From an optimization exercise on the open Yosys and OpenROAD flow, aimed at small area, a short achievable clock period and few clock cycles per item; shortcuts taken in it are not production practice. Function was checked by simulation only, so behaviour that the tests miss may differ from the original.

==> design.v <==
module flk_digest (
    input  wire          clk,
    input  wire          rst,
    input  wire          start,
    input  wire [63:0]   sec,
    input  wire [15:0]   tick_k,
    input  wire [15:0]   gen,
    input  wire [63:0]   ltc,
    input  wire [95:0]   dout,
    input  wire [63:0]   trip,
    input  wire [63:0]   bf_trip,
    input  wire [63:0]   wsum,
    input  wire [63:0]   wcnt,
    output wire          busy,
    output reg           done,
    output wire [127:0]  digest
);
    wire [511:0] rec = {wcnt, wsum, bf_trip, trip, dout, ltc, gen, tick_k, sec};
    reg [511:0] rec_words;
    integer i;
    always @(*) begin
        for (i = 0; i < 64; i = i + 1)
            rec_words[511 - 8*i -: 8] = rec[8*i +: 8];
    end
    function [63:0] csa;   
        input [31:0] x, y, z;
        begin
            csa[31:0]  = x ^ y ^ z;
            csa[63:32] = {((x[30:0] & y[30:0]) | (x[30:0] & z[30:0]) | (y[30:0] & z[30:0])), 1'b0};
        end
    endfunction
    reg          running;
    reg  [6:0]   cnt;           
    reg  [31:0]  a, b, c, e, f, g;
    reg  [31:0]  p, q;          
    reg  [511:0] w;             
    assign busy = running;
    wire [31:0] w0  = w[511:480];
    wire [31:0] w1  = w[479:448];
    wire [31:0] w2  = w[447:416];
    wire [31:0] w4  = w[383:352];
    wire [31:0] w9  = w[223:192];
    wire [31:0] w14 = w[63:32];
    reg [31:0] kp, kqx;
    always @(*) begin
        case (cnt)
            7'd0: kp = 32'h71374491;
            7'd1: kp = 32'hb5c0fbcf;
            7'd2: kp = 32'he9b5dba5;
            7'd3: kp = 32'h3956c25b;
            7'd4: kp = 32'h59f111f1;
            7'd5: kp = 32'h923f82a4;
            7'd6: kp = 32'hab1c5ed5;
            7'd7: kp = 32'hd807aa98;
            7'd8: kp = 32'h12835b01;
            7'd9: kp = 32'h243185be;
            7'd10: kp = 32'h550c7dc3;
            7'd11: kp = 32'h72be5d74;
            7'd12: kp = 32'h80deb1fe;
            7'd13: kp = 32'h9bdc06a7;
            7'd14: kp = 32'hc19bf174;
            7'd15: kp = 32'he49b69c1;
            7'd16: kp = 32'hefbe4786;
            7'd17: kp = 32'h0fc19dc6;
            7'd18: kp = 32'h240ca1cc;
            7'd19: kp = 32'h2de92c6f;
            7'd20: kp = 32'h4a7484aa;
            7'd21: kp = 32'h5cb0a9dc;
            7'd22: kp = 32'h76f988da;
            7'd23: kp = 32'h983e5152;
            7'd24: kp = 32'ha831c66d;
            7'd25: kp = 32'hb00327c8;
            7'd26: kp = 32'hbf597fc7;
            7'd27: kp = 32'hc6e00bf3;
            7'd28: kp = 32'hd5a79147;
            7'd29: kp = 32'h06ca6351;
            7'd30: kp = 32'h14292967;
            7'd31: kp = 32'h27b70a85;
            7'd32: kp = 32'h2e1b2138;
            7'd33: kp = 32'h4d2c6dfc;
            7'd34: kp = 32'h53380d13;
            7'd35: kp = 32'h650a7354;
            7'd36: kp = 32'h766a0abb;
            7'd37: kp = 32'h81c2c92e;
            7'd38: kp = 32'h92722c85;
            7'd39: kp = 32'ha2bfe8a1;
            7'd40: kp = 32'ha81a664b;
            7'd41: kp = 32'hc24b8b70;
            7'd42: kp = 32'hc76c51a3;
            7'd43: kp = 32'hd192e819;
            7'd44: kp = 32'hd6990624;
            7'd45: kp = 32'hf40e3585;
            7'd46: kp = 32'h106aa070;
            7'd47: kp = 32'h19a4c116;
            7'd48: kp = 32'h1e376c08;
            7'd49: kp = 32'h2748774c;
            7'd50: kp = 32'h34b0bcb5;
            7'd51: kp = 32'h391c0cb3;
            7'd52: kp = 32'h4ed8aa4a;
            7'd53: kp = 32'h5b9cca4f;
            7'd54: kp = 32'h682e6ff3;
            7'd55: kp = 32'h748f82ee;
            7'd56: kp = 32'h78a5636f;
            7'd57: kp = 32'h84c87814;
            7'd58: kp = 32'h8cc70208;
            7'd59: kp = 32'h90befffa;
            7'd60: kp = 32'ha4506ceb;
            7'd61: kp = 32'hbef9a3f7;
            7'd62: kp = 32'h307b5f59;
            7'd63: kp = 32'h1e6afcb1;
            7'd64: kp = 32'h71374491;
            7'd65: kp = 32'hb5c0fbcf;
            7'd66: kp = 32'he9b5dba5;
            7'd67: kp = 32'h3956c25b;
            7'd68: kp = 32'h59f111f1;
            7'd69: kp = 32'h923f82a4;
            7'd70: kp = 32'hab1c5ed5;
            7'd71: kp = 32'hd807aa98;
            7'd72: kp = 32'h12835b01;
            7'd73: kp = 32'h243185be;
            7'd74: kp = 32'h550c7dc3;
            7'd75: kp = 32'h72be5d74;
            7'd76: kp = 32'h80deb1fe;
            7'd77: kp = 32'h9bdc06a7;
            7'd78: kp = 32'hc19bf374;
            7'd79: kp = 32'h649b69c1;
            7'd80: kp = 32'hf0fe4786;
            7'd81: kp = 32'h0fe1edc6;
            7'd82: kp = 32'h240cf254;
            7'd83: kp = 32'h4fe9346f;
            7'd84: kp = 32'h6cc984be;
            7'd85: kp = 32'h61b9411e;
            7'd86: kp = 32'h16f988fa;
            7'd87: kp = 32'hf2c65152;
            7'd88: kp = 32'ha88e5a6d;
            7'd89: kp = 32'hb019fc65;
            7'd90: kp = 32'hb9d99ec7;
            7'd91: kp = 32'h9a1231c3;
            7'd92: kp = 32'he70eeaa0;
            7'd93: kp = 32'hfdb1232b;
            7'd94: kp = 32'hc7353eb0;
            7'd95: kp = 32'h3069bad5;
            7'd96: kp = 32'hcb976d5f;
            7'd97: kp = 32'h5a0f118f;
            7'd98: kp = 32'hdc1eeefd;
            7'd99: kp = 32'h0a35b689;
            7'd100: kp = 32'hde0b7a04;
            7'd101: kp = 32'h58f4ca9d;
            7'd102: kp = 32'he15d5b16;
            7'd103: kp = 32'h007f3e86;
            7'd104: kp = 32'h37088980;
            7'd105: kp = 32'ha507ea32;
            7'd106: kp = 32'h6fab9537;
            7'd107: kp = 32'h17406110;
            7'd108: kp = 32'h0d8cd6f1;
            7'd109: kp = 32'hcdaa3b6d;
            7'd110: kp = 32'hc0bbbe37;
            7'd111: kp = 32'h83613bda;
            7'd112: kp = 32'hdb48a363;
            7'd113: kp = 32'h0b02e931;
            7'd114: kp = 32'h6fd15ca7;
            7'd115: kp = 32'h521afaca;
            7'd116: kp = 32'h31338431;
            7'd117: kp = 32'h6ed41a95;
            7'd118: kp = 32'h6d437890;
            7'd119: kp = 32'hc39c91f2;
            7'd120: kp = 32'h9eccabbd;
            7'd121: kp = 32'hb5c9a0e6;
            7'd122: kp = 32'h532fb63c;
            7'd123: kp = 32'hd2c741c6;
            7'd124: kp = 32'h07237ea3;
            7'd125: kp = 32'ha4954b68;
            7'd126: kp = 32'h4c191d76;
            7'd127: kp = 32'ha54ff53a;
            default: kp = 32'h0;
        endcase
    end
    always @(*) begin
        case (cnt)
            7'd62: kqx = 32'h27049428;
            7'd63: kqx = 32'hddd00d5a;
            default: kqx = 32'h0;
        endcase
    end
    wire [31:0] kq = kp ^ kqx;
    wire first_ff = (cnt == 7'd63);                  
    wire last     = (cnt == 7'd127);                 
    wire inj      = (cnt >= 7'd63) && (cnt <= 7'd66);
    wire rot      = (cnt >= 7'd67);
    wire [31:0] wop = ({32{(cnt != 7'd0) && (cnt <= 7'd62)}} & w2) |
                      ({32{cnt == 7'd126}} & w4) |
                      ({32{last}} & w0);
    wire [31:0] S1  = {e[5:0], e[31:6]} ^ {e[10:0], e[31:11]} ^ {e[24:0], e[31:25]};
    wire [31:0] ch  = (e & f) ^ (~e & g);
    wire [31:0] S0  = {a[1:0], a[31:2]} ^ {a[12:0], a[31:13]} ^ {a[21:0], a[31:22]};
    wire [31:0] maj = (a & b) | (a & c) | (b & c);
    wire [63:0] ca1 = csa(S1, ch, S0);
    wire [63:0] ca2 = csa(ca1[31:0], ca1[63:32], maj);
    wire [63:0] ca3 = csa(ca2[31:0], ca2[63:32], p);
    wire [31:0] a_n = ca3[31:0] + ca3[63:32];
    wire [63:0] ce1 = csa(S1, ch, q);
    wire [31:0] e_n = ce1[31:0] + ce1[63:32];
    wire [63:0] cp1 = csa(g, kp, wop);
    wire [31:0] p_n = cp1[31:0] + cp1[63:32];
    wire [63:0] cq1 = csa(g & {32{~last}}, kq, wop);
    wire [63:0] cq2 = csa(cq1[31:0], cq1[63:32], c);
    wire [31:0] q_n = cq2[31:0] + cq2[63:32];
    wire [31:0] s0w = {w1[6:0], w1[31:7]} ^ {w1[17:0], w1[31:18]} ^ (w1 >> 3);
    wire [31:0] s1w = {w14[16:0], w14[31:17]} ^ {w14[18:0], w14[31:19]} ^ (w14 >> 10);
    wire [63:0] cw1 = csa(s1w, s0w, w9);
    wire [63:0] cw2 = csa(cw1[31:0], cw1[63:32], w0);
    wire [31:0] wnew = cw2[31:0] + cw2[63:32];
    wire [31:0] w15_n = inj ? c : rot ? w0 : wnew;
    wire [31:0] rw0 = rec_words[511:480];
    wire [31:0] rw1 = rec_words[479:448];
    wire [31:0] a_0 = 32'hfc08884d + rw0;
    wire [31:0] e_0 = 32'h98c7e2a2 + rw0;
    wire [31:0] p_1 = 32'h90bb1e3c + rw1;
    wire [31:0] q_1 = 32'hcd2a11ae + rw1;
    wire go = start && !running;
    always @(posedge clk) begin
        if (rst) begin
            running <= 1'b0;
            done    <= 1'b0;
            cnt     <= 7'd0;
        end else begin
            done <= running && last;
            if (go) begin
                running <= 1'b1;
                cnt     <= 7'd1;
            end else if (running) begin
                cnt <= cnt + 7'd1;
                if (last)
                    running <= 1'b0;
            end
        end
    end
    always @(posedge clk) begin
        if (go) begin
            a <= a_0;
            b <= 32'h6a09e667;
            c <= 32'hbb67ae85;
            e <= e_0;
            f <= 32'h510e527f;
            g <= 32'h9b05688c;
            p <= p_1;
            q <= q_1;
            w <= rec_words;
        end else begin
            a <= a_n;
            e <= e_n;
            p <= p_n;
            q <= q_n;
            if (first_ff) begin
                b <= a + 32'hbb67ae85;
                c <= b + 32'h3c6ef372;
                f <= e + 32'h9b05688c;
                g <= f + 32'h1f83d9ab;
            end else begin
                b <= a;
                c <= b;
                f <= e;
                g <= f;
            end
            w <= {w[479:0], w15_n};
        end
    end
    assign digest = {a, b + w1, c + w0, q};
endmodule
==> run.sh <==
#!/bin/bash
# synth_recipe.tcl (not shown) runs the flow's synth.tcl, then flattens the netlist and writes it again
# the make line also repeats each setting of config.mk as NAME=value (left out here)
make -C /OpenROAD-flow-scripts/flow DESIGN_CONFIG=/design/flow/config.mk WORK_HOME=/design/flow/orfs CLKGATE_MAP_FILE= SYNTH_SCRIPT=/design/flow/synth_recipe.tcl finish
==> config.mk <==
export PLATFORM = sky130hd
export DESIGN_NAME = flk_digest
export DESIGN_NICKNAME = flk_digest
export VERILOG_FILES = /design/flow/design.v
export SDC_FILE = /design/flow/constraint.sdc
export NUM_CORES = 4
export LEC_CHECK = 0
export CAP_MARGIN = 20
export CORE_MARGIN = 2
export CORE_UTILIZATION = 40
export SLEW_MARGIN = 20
==> constraint.sdc <==
create_clock -name core_clock -period 10.0 [get_ports {clk}]
set_input_delay 2.0000 -clock core_clock [delete_from_list [all_inputs] [get_ports {clk}]]
set_output_delay 2.0000 -clock core_clock [all_outputs]
set_load 0.01 [all_outputs]
==> results.py <==
metrics = {
    "status": {
        "status": "complete, no violations",
    },
    "die": {
        "die_h_um": 376.2,
        "die_area_um2": 141500,
        "die_x_um": 376.2,
        "initial_core_util": 0.4029,
        "coreArea_um2": 137500,
        "ios": 645,
        "num_rows": 136,
    },
    "sta": {
        "setup_violations": 0,
        "holdWs_ns": 0.4147,
        "post-route-period-util": 0.8084,
        "drv_slew": 0,
        "max_freq_mhz": 123.7,
        "rsz0062_at_grt": "no",
        "worst_slew_pin_slew_ns": 1.238,
        "fin_tns_setup_ns": 0,
        "hold_viol": 0,
        "fin_crit_ns": 8.084,
        "setup_ws_ns": 1.916,
        "fin_skew_ns": 0.07028,
        "relSlewSlack": 0.1659,
    },
    "grt": {
        "antenna_found_initial": 29,
        "grt_pass1_wl_um": 407100,
        "grt_overflow_total": 0,
        "grt_use_total": 0.4078,
        "grt_pass1_vias": 52750,
        "grt_max_degree": 161,
    },
    "finish": {
        "seq_area_um2": 15570,
        "fillerInstances": 13750,
        "layout.cells.non_filler": 9585,
        "final_area_um2": 66910,
        "multi_input_area_um2": 36650,
        "num-nets-final": 8747,
        "area_delta_synth_final_pct": 20.77,
        "layout-drive-gt1-share": 0.04864,
    },
    "cts": {
        "cts_resized": 0,
        "clk_pin_slew_ns": 0.06,
        "hold_buffers": 0,
        "clk_latency_ns": 0.74,
        "clk_root_buffer_cell": "clkbuf_16",
        "cts_max_level": 3,
        "cts_tree": "built",
        "cts_setup_buffers": 0,
        "clk_path_buf_depth": 3,
        "cts_buffers": 91,
        "clock_sinks": 777,
    },
    "logic_synthesis": {
        "yosysWarnings": 1,
        "synth_edf_count": 0,
        "async_reset_ff_frac": 0,
        "ys_seq_area_frac": 0.2808,
        "synth_area_um2": 55400,
        "synthCells": 7238,
        "synth_cell_type_count": 102,
        "synth.ff_latch_count": 777,
        "syn-num-nets": 8286,
        "syn_area_per_cell_um2": 7.654,
        "ys.flop_type": "dfxtp_1",
    },
    "placement": {
        "placed_cells": 9400,
        "port_buffers": 644,
        "place.detailed.hpwl_um": 236100,
        "post-place-ws_ns": 2.252,
        "placed_cell_area_um2": 63670,
        "gp_congestion": 1.065,
    },
    "route": {
        "avgRoutedWirePerCell_um": 31.14,
        "drc": 0,
        "drt-pass1-iter-count": 9,
        "antenna_left": 0,
        "wl_um": 298400,
        "first_iter_violations": 7336,
        "vias": 56230,
        "viasPerCell": 5.866,
    },
    "critical_path": {
        "crit_top_cell": "a21oi_1",
        "critPathLaunchType": "register",
        "cp_slowest_cell": "ha_1",
        "crit_chain": "clkinv_1 > ha_1 > and2_0 > nor2_1 > nor2_1 > a21oi_1 > o21ai_0 > a21oi_1 > a21oi_1 > buf_4 > xnor2_1 > fa_1 > inv_1 > fa_1 > inv_1 > ha_1 > or4_1 > o21ai_1 > a21oi_1 > o31ai_1 > o21ai_0 > a21o_1 > nor4_1 > nor3_2",
        "crit_path_end_kind": "register",
        "worstPathRequired_ns": 10.60,
        "arrival_ns": 8.68,
        "critPathMaxStageDelay_ns": 0.94,
        "critPathKind": "register to register",
        "crit_fanout": 19,
    },
    "run": {
        "cap_violations": 0,
    },
    "min_path": {
        "hold_class": "register to register",
    },
}
worst paths after layout:
| kind | startpoint | to | slack, ns | cells past startpoint |
|---|---|---|---|---|
| worst max-delay path | cnt[1]$_SDFFE_PP0P_ | q[31]$_DFF_P_ | 1.92 | 24 |
| worst min-delay path | w[404]$_DFF_P_ | w[436]$_DFF_P_ | 0.41 | 2 |
| worst max register to register | cnt[1]$_SDFFE_PP0P_ | q[31]$_DFF_P_ | 1.92 | 24 |
| worst min register to register | w[404]$_DFF_P_ | w[436]$_DFF_P_ | 0.41 | 2 |
layout by cell type, fill, tap and decap left out, types with 16 or more instances in the layout:
cell type / instances
nand2_1: 1891
dfxtp_1: 772
clkdlybuf4s50_1: 644
xnor2_1: 443
inv_1: 432
a21oi_1: 415
nor2_1: 405
o21ai_0: 400
fa_1: 273
ha_1: 260
xor2_1: 193
a21o_1: 135
buf_4: 131
nand3_1: 112
nor3_1: 97
clkbuf_16: 92
a31oi_1: 62
nand2b_1: 62
o211ai_1: 57
a211oi_1: 56
o21a_1: 52
nor2b_1: 50
or3_1: 45
and3_1: 41
o31ai_1: 40
a222oi_1: 30
o311ai_0: 28
mux2i_1: 26
nor4_1: 26
o21bai_1: 25
or2_2: 24
nand4_1: 23
a211o_1: 20
o22ai_1: 20
diode_2: 19
and2_1: 19
clkbuf_8: 19
clkinv_2: 18
o21ai_1: 16
routing by layer:
layer  vias up  GRT usage  wire length [um]
met5         -          0               270
met4        22     0.2678             23740
met3       797     0.1198             33430
met2      3414     0.6053            125800
met1     26950     0.5131            115200
li1      25050          -                 -
worst max-delay path: cells and delay by family, from the launching register on:
kind	cells	cell delay [ns]
compound gates	9	2.55
fa+ha+maj	4	2.17
simple gates	6	1.71
flops	1	0.84
buf+inv	4	0.56
xor+xnor	1	0.10
cell families (layout without fill, tap and decap cells):
family	Yosys count	count (layout)	synth area share
xor+xnor	638	638	0.1014
simple gates	2866	2866	0.2173
buf+inv	851	1385	0.05933
flops	777	777	0.2808
mux	40	40	0.008153
fa+ha+maj	535	535	0.1577
compound gates	1531	1531	0.1753
other cells	0	19	0
through the flow:
stage               utilization
floorplan                     -
global placement         0.4631
detailed placement       0.4631
CTS                      0.4862
global route             0.4865
finish                   0.4866
cells in the mapped netlist, types with 15 or more instances:
library cell	count	area, um2
o21ai_0	401	2007
a311oi_1	15	131.4
nand3_1	112	560.5
nor4_1	26	162.7
a21o_1	135	1013
nand4_1	23	143.9
or2_2	24	150.1
and2_1	19	118.9
xnor2_1	443	3880
a211oi_1	56	420.4
inv_1	432	1622
a31oi_1	63	394.1
o31ai_1	40	300.3
buf_1	38	142.6
mux2i_1	26	260.3
ha_1	260	3253
o221ai_1	15	131.4
o21ai_1	15	75.07
a222oi_1	30	300.3
fa_1	273	5465
nor3_1	98	490.5
a21oi_1	415	2077
nor2b_1	51	319.1
clkbuf_1	315	1182
nand2b_1	64	400.4
a211o_1	20	175.2
o311ai_0	28	245.2
nor2_1	408	1531
or3_1	45	281.5
nand2_1	1891	7098
dfxtp_1	777	15550
o22ai_1	20	125.1
xor2_1	193	1690
o211ai_1	57	427.9
o21bai_1	25	187.7
and3_1	41	256.5
o21a_1	52	390.4
buf_2	55	275.3
sequential cells by signal, indices dropped and copies added, names as in the netlist:
signal,flops
cnt,7
b,32
w,512
done,1
p,32
running,1
c,32
e,32
q,32
a,32
g,32
f,32
cell type report:
class | count | share of cell area
repair buffers | 782 | 0.1131
inverters | 437 | 0.02452
well taps | 1794 | 0.03355
flip-flops and latches | 777 | 0.2327
clock inverters | 40 | 0.008434
clock buffers | 126 | 0.03916
diodes | 19 | 0.0007106
multi-input cells | 5610 | 0.5478
Testbench counts, summed over its fixed seeds: cycles 153,600, items 1,200.

-- static timing again, ports no longer ideal --
Ports are ideal in the flow. The routed layout listed here was re-timed in OpenROAD. Step 1: set_driving_cell puts a clkbuf_16 on clk and a buf_2 on each other input, an assumption about the parent block. Step 2 moves the port delays by t, midway between the first and last clock arrival at a register: inputs arrive t later, outputs are due t later. That takes back most of the time a late clock gives input paths. Slacks: ideal / step 1 / step 2; pairs: ideal / step 1.
shift t [ns]: 0.782
setup slack, ns: 1.916 / 1.916 / 1.916
worst setup path after step 2: register to register
worst register clock-pin slew, ns: 0.07 / 0.07
After both steps this run still meets setup and hold. For this run, drivers alone change the setup slack by 0.000 ns; drivers and shift together by 0.000 ns.
